Source: an optimization exercise on an open RTL-to-GDS flow (aim: small area, a short achievable clock period and few clock cycles). Production flows keep margins and buffers that such runs may drop.

Setup of v6:
==> flow/design.v <==
module pred_expand (
    input  wire        clk,
    input  wire        rst,
    input  wire        cmd_valid,
    output wire        cmd_ready,
    input  wire [14:0] cmd_size,
    input  wire        in_valid,
    output wire        in_ready,
    input  wire [7:0]  in_data,
    input  wire        in_last,
    output wire        out_valid,
    input  wire        out_ready,
    output wire [7:0]  out_data,
    output wire        done_valid,
    output wire        done_err
);
    reg st_idle, st_hdr, st_res, st_zero, st_end, st_done;
    reg [14:0] remain;       
    reg [5:0]  opos;         
    reg        emit_d;
    reg [2:0]  pred;
    reg [2:0]  k;
    reg        c;
    reg        seen_last;
    reg        err;
    reg [31:0] bbuf;         
    reg [4:0]  rp;           
    reg [1:0]  wp;           
    reg [5:0]  bcnt;         
    reg        t_valid;
    reg [8:0]  t_u;
    reg        o_valid;
    reg [7:0]  o_data;
    reg [7:0]  hist [1:7];
    wire o_free  = !o_valid || out_ready;
    wire x_take  = t_valid && o_free;
    wire t_free  = !t_valid || o_free;
    wire active  = st_hdr || st_res || st_zero;
    assign in_ready = !seen_last && ((active && bcnt <= 6'd24) || st_end);
    wire in_fire = in_valid && in_ready;
    wire [31:0] r1 = rp[0] ? {bbuf[0],    bbuf[31:1]}  : bbuf;
    wire [31:0] r2 = rp[1] ? {r1[1:0],    r1[31:2]}    : r1;
    wire [31:0] r3 = rp[2] ? {r2[3:0],    r2[31:4]}    : r2;
    wire [31:0] r4 = rp[3] ? {r3[7:0],    r3[31:8]}    : r3;
    wire [23:0] w  = rp[4] ? {r4[7:0],    r4[31:16]}   : r4[23:0];
    wire [15:0] nz  = ~w[15:0];
    wire        a8  = |nz[7:0];
    wire [7:0]  h8  = a8 ? nz[7:0] : nz[15:8];
    wire        a4  = |h8[3:0];
    wire [3:0]  h4  = a4 ? h8[3:0] : h8[7:4];
    wire        a2  = |h4[1:0];
    wire [1:0]  h2  = a2 ? h4[1:0] : h4[3:2];
    wire [3:0]  z   = {!a8, !a4, !a2, !h2[0]};
    wire        esc = ~|nz;
    reg  [15:0] zoh;
    reg  [15:0] ones;        
    reg  [6:0]  fw;          
    integer i, j;
    always @(*) begin
        ones[0] = w[0];
        for (j = 1; j < 16; j = j + 1)
            ones[j] = ones[j-1] & w[j];
        zoh[0] = nz[0];
        for (j = 1; j < 16; j = j + 1)
            zoh[j] = nz[j] & ones[j-1];
        for (i = 0; i < 7; i = i + 1) begin
            fw[i] = 1'b0;
            for (j = 0; j < 16; j = j + 1)
                fw[i] = fw[i] | (zoh[j] & w[j + 1 + i]);
        end
    end
    reg  [8:0]  u_n;
    always @(*) begin
        for (i = 0; i < 9; i = i + 1)
            u_n[i] = (i < k) ? fw[i] : (i - k < 4) ? z[i - k] : 1'b0;
    end
    wire [7:0]  u_e    = w[23:16];
    wire [8:0]  u9     = esc ? {1'b0, u_e} : u_n;
    reg  [23:0] bthermo;     
    always @(*) begin
        for (j = 0; j < 24; j = j + 1)
            bthermo[j] = (bcnt > j[5:0]);
    end
    wire [6:0]  bck1   = {1'b0, bcnt} - 7'd1 - {4'd0, k};
    wire        have_n = !esc && !bck1[6] && ({2'b0, z} <= bck1[5:0]);
    wire        have_e = bthermo[23];
    wire        have_r = have_n || (esc && have_e);
    wire        grow   = esc ? ({3'd0, u_e} >= (11'd2 << k)) : (z >= 4'd2);
    wire        shrink = (k != 3'd0) &&
                         (esc ? ({3'd0, u_e} < (11'd1 << (k - 3'd1))) : (z == 4'd0 && !w[k]));
    wire [2:0]  k_next = grow  ? ((k == 3'd7) ? 3'd7 : k + 3'd1) :
                         (shrink && c) ? k - 3'd1 : k;
    wire        c_next = shrink && !c && !grow;
    wire        hdr_zero = (w[2:0] == 3'd7);
    wire        have_h   = hdr_zero ? bthermo[2] : bthermo[5];
    wire act_hdr = st_hdr  && t_free;
    wire act_res = st_res  && t_free;
    wire act_zer = st_zero && t_free;
    wire take_h  = act_hdr && have_h;
    wire take_r  = act_res && have_r;
    wire starved = ((act_hdr && !have_h) || (act_res && !have_r)) && seen_last;
    wire emit    = take_r || act_zer;
    wire last_job    = emit_d ? (remain == 15'd2) : (remain == 15'd1);
    wire last_stripe = emit_d ? (opos == 6'd62)   : (opos == 6'd63);
    wire [4:0] rpk    = rp + 5'd1 + {2'd0, k};
    wire [4:0] rz3    = z[3] ? rpk + 5'd8 : rpk;
    wire [4:0] rz2    = z[2] ? rz3 + 5'd4 : rz3;
    wire [4:0] rz1    = z[1] ? rz2 + 5'd2 : rz2;
    wire [4:0] rz0    = z[0] ? rz1 + 5'd1 : rz1;
    wire [4:0] rp_res = esc ? {rp[4:3] + 2'd3, rp[2:0]} : rz0;
    wire [4:0] rp_hdr = rp + (hdr_zero ? 5'd3 : 5'd6);
    wire [5:0] bc_in  = bcnt + {in_fire, 3'd0};
    wire [5:0] bck    = bc_in - 6'd1 - {3'd0, k};
    wire [5:0] bz3    = z[3] ? bck - 6'd8 : bck;
    wire [5:0] bz2    = z[2] ? bz3 - 6'd4 : bz3;
    wire [5:0] bz1    = z[1] ? bz2 - 6'd2 : bz2;
    wire [5:0] bz0    = z[0] ? bz1 - 6'd1 : bz1;
    wire [5:0] bc_res = esc ? bc_in - 6'd24 : bz0;
    wire [5:0] bc_hdr = bc_in - (hdr_zero ? 6'd3 : 6'd6);
    wire [5:0] bc_dec = take_r ? bc_res : take_h ? bc_hdr : bc_in;
    reg [7:0] p;
    always @(*) begin
        case (pred)
            3'd0:    p = o_data;
            3'd1:    p = hist[1];
            3'd2:    p = hist[3];
            3'd3:    p = hist[7];
            3'd4:    p = {o_data[6:0], 1'b0} - hist[1];
            default: p = 8'd0;
        endcase
    end
    wire [7:0] r = t_u[8:1] ^ {8{t_u[0]}};
    reg  [7:0] x;
    always @(*) begin
        case (pred)
            3'd5:    x = t_u[7:0] ^ hist[7];
            3'd7:    x = 8'd0;
            default: x = p + r;
        endcase
    end
    assign out_valid  = o_valid;
    assign out_data   = o_data;
    assign cmd_ready  = st_idle;
    assign done_valid = st_done;
    assign done_err   = err;
    integer n;
    always @(posedge clk) begin
        if (in_fire) begin
            case (wp)
                2'd0: bbuf[7:0]   <= in_data;
                2'd1: bbuf[15:8]  <= in_data;
                2'd2: bbuf[23:16] <= in_data;
                default: bbuf[31:24] <= in_data;
            endcase
        end
        if (t_free) t_u <= u9;
        if (x_take) begin
            o_data  <= x;
            hist[1] <= o_data;
            for (n = 2; n < 8; n = n + 1) hist[n] <= hist[n-1];
        end
        if (rst) begin
            st_idle   <= 1'b1;
            st_hdr    <= 1'b0;
            st_res    <= 1'b0;
            st_zero   <= 1'b0;
            st_end    <= 1'b0;
            st_done   <= 1'b0;
            pred      <= 3'd0;
            k         <= 3'd0;
            c         <= 1'b0;
            t_valid   <= 1'b0;
            o_valid   <= 1'b0;
        end else begin
            if (take_r)      rp <= rp_res;
            else if (take_h) rp <= rp_hdr;
            wp   <= wp + {1'b0, in_fire};
            bcnt <= bc_dec;
            if (in_fire && in_last) seen_last <= 1'b1;
            if (emit)        t_valid <= 1'b1;
            else if (x_take) t_valid <= 1'b0;
            if (x_take)         o_valid <= 1'b1;
            else if (out_ready) o_valid <= 1'b0;
            if (take_h) begin
                pred <= w[2:0];
                k    <= w[5:3];
                c    <= 1'b0;
            end
            if (take_r) begin
                k <= k_next;
                c <= c_next;
            end
            emit_d <= emit;
            if (emit_d) begin
                remain <= remain - 15'd1;
                opos   <= opos + 6'd1;
            end
            if (st_idle && cmd_valid) begin
                st_idle <= 1'b0;
                st_hdr  <= 1'b1;
                remain  <= cmd_size;
            end
            if (take_h) begin
                st_hdr  <= 1'b0;
                st_zero <= hdr_zero;
                st_res  <= !hdr_zero;
            end
            if (emit && (last_job || last_stripe)) begin
                st_res  <= 1'b0;
                st_zero <= 1'b0;
                st_end  <= last_job;
                st_hdr  <= !last_job;
            end
            if (starved) begin
                err     <= 1'b1;
                st_hdr  <= 1'b0;
                st_res  <= 1'b0;
                st_end  <= 1'b1;
            end
            if (st_end && seen_last && !t_valid && o_free) begin
                st_end  <= 1'b0;
                st_done <= 1'b1;
            end
            if (st_done) begin
                st_done <= 1'b0;
                st_idle <= 1'b1;
            end
        end
        if (rst || st_idle) begin
            opos      <= 6'd0;
            emit_d    <= 1'b0;
            rp        <= 5'd0;
            wp        <= 2'd0;
            bcnt      <= 6'd0;
            seen_last <= 1'b0;
            err       <= 1'b0;
            o_data    <= 8'd0;
            for (n = 1; n < 8; n = n + 1) hist[n] <= 8'd0;
        end
    end
endmodule
==> flow/config.mk <==
export PLATFORM = sky130hd
export DESIGN_NAME = pred_expand
export DESIGN_NICKNAME = pred_expand
export VERILOG_FILES = /design/flow/design.v
export SDC_FILE = /design/flow/constraint.sdc
export NUM_CORES = 4
export LEC_CHECK = 0
export ABC_AREA = 1
export CAP_MARGIN = 20
export CORE_MARGIN = 2
export CORE_UTILIZATION = 40
export PLACE_DENSITY = 0.6
export SETUP_SLACK_MARGIN = 2.5
export SLEW_MARGIN = 20
==> flow/constraint.sdc <==
create_clock -name core_clock -period 6.5 [get_ports {clk}]
set_input_delay 1.3000 -clock core_clock [delete_from_list [all_inputs] [get_ports {clk}]]
set_output_delay 1.3000 -clock core_clock [all_outputs]
set_load 0.01 [all_outputs]
run.sh (not shown) runs the stock make flow with config.mk's settings and CLKGATE_MAP_FILE= SYNTH_SCRIPT=/design/flow/synth_recipe.tcl, a recipe that flattens the netlist after the stock synthesis.
What v7 does differently from v6 at the input level:
diff --git a/flow/design.v b/flow/design.v
--- a/flow/design.v
+++ b/flow/design.v
@@ -80,10 +80,10 @@
     always @(*) begin
         for (j = 0; j < 24; j = j + 1)
             bthermo[j] = (bcnt > j[5:0]);
     end
-    wire [6:0]  bck1   = {1'b0, bcnt} - 7'd1 - {4'd0, k};
-    wire        have_n = !esc && !bck1[6] && ({2'b0, z} <= bck1[5:0]);
+    wire [15:0] zmask  = bthermo >> k;          
+    wire        have_n = |(nz & zmask);
     wire        have_e = bthermo[23];
     wire        have_r = have_n || (esc && have_e);
     wire        grow   = esc ? ({3'd0, u_e} >= (11'd2 << k)) : (z >= 4'd2);
     wire        shrink = (k != 3'd0) &&
Results
The flow did not stop early for v7: all stages ran, and the layout cleared the timing, design-rule and antenna checks. Relative to v6, die area increased by 9.4% in v7. Diff v7 and v6: inverter count lower in v6. v7 vs v6: first-pass GRT wire length up by more than 10%. Delta (v7 minus v6): non-clock buffer count fell 26; layout overhead on the synthesized area now sits lower; CTS clock-pin slew for the worst setup and hold paths did not really move; total number of cells along the worst setup path moved down. The run showing the greater final cell count is v7. Compared with v6, in v7 wire length after detailed routing grew by 15%; summed area of non-filler cells in the final layout grew by about 0.65%.
No functional check of the RTL was part of any run of this note.

re-timing with driven ports:
The results above use ideal ports. As a check the final layouts listed here were re-extracted and re-timed, cells and wires unchanged. Step 1 assumes that a clkbuf_16 drives the clock port and a buf_2 every other input. Step 2 times the ports against the registers' clock, not the clock port: input delays grow and output delays shrink by t, the midpoint of the rising clock arrivals with the driver on. a / b / c = no drivers / after step 1 / after step 2; a / b = the first two.
run | t (ns) | setup slack, ns | latest minus earliest clock arrival (ns)
v6 | 0.483 | 2.629 / 2.629 / 2.188 | 0.011 / 0.011
v7 | 0.475 | 2.706 / 2.706 / 2.276 | 0.012 / 0.013
After both steps every run listed still meets setup and hold. The setup slack of v6, which loses most, moves by 0.000 ns with the drivers and by -0.441 ns with both steps.
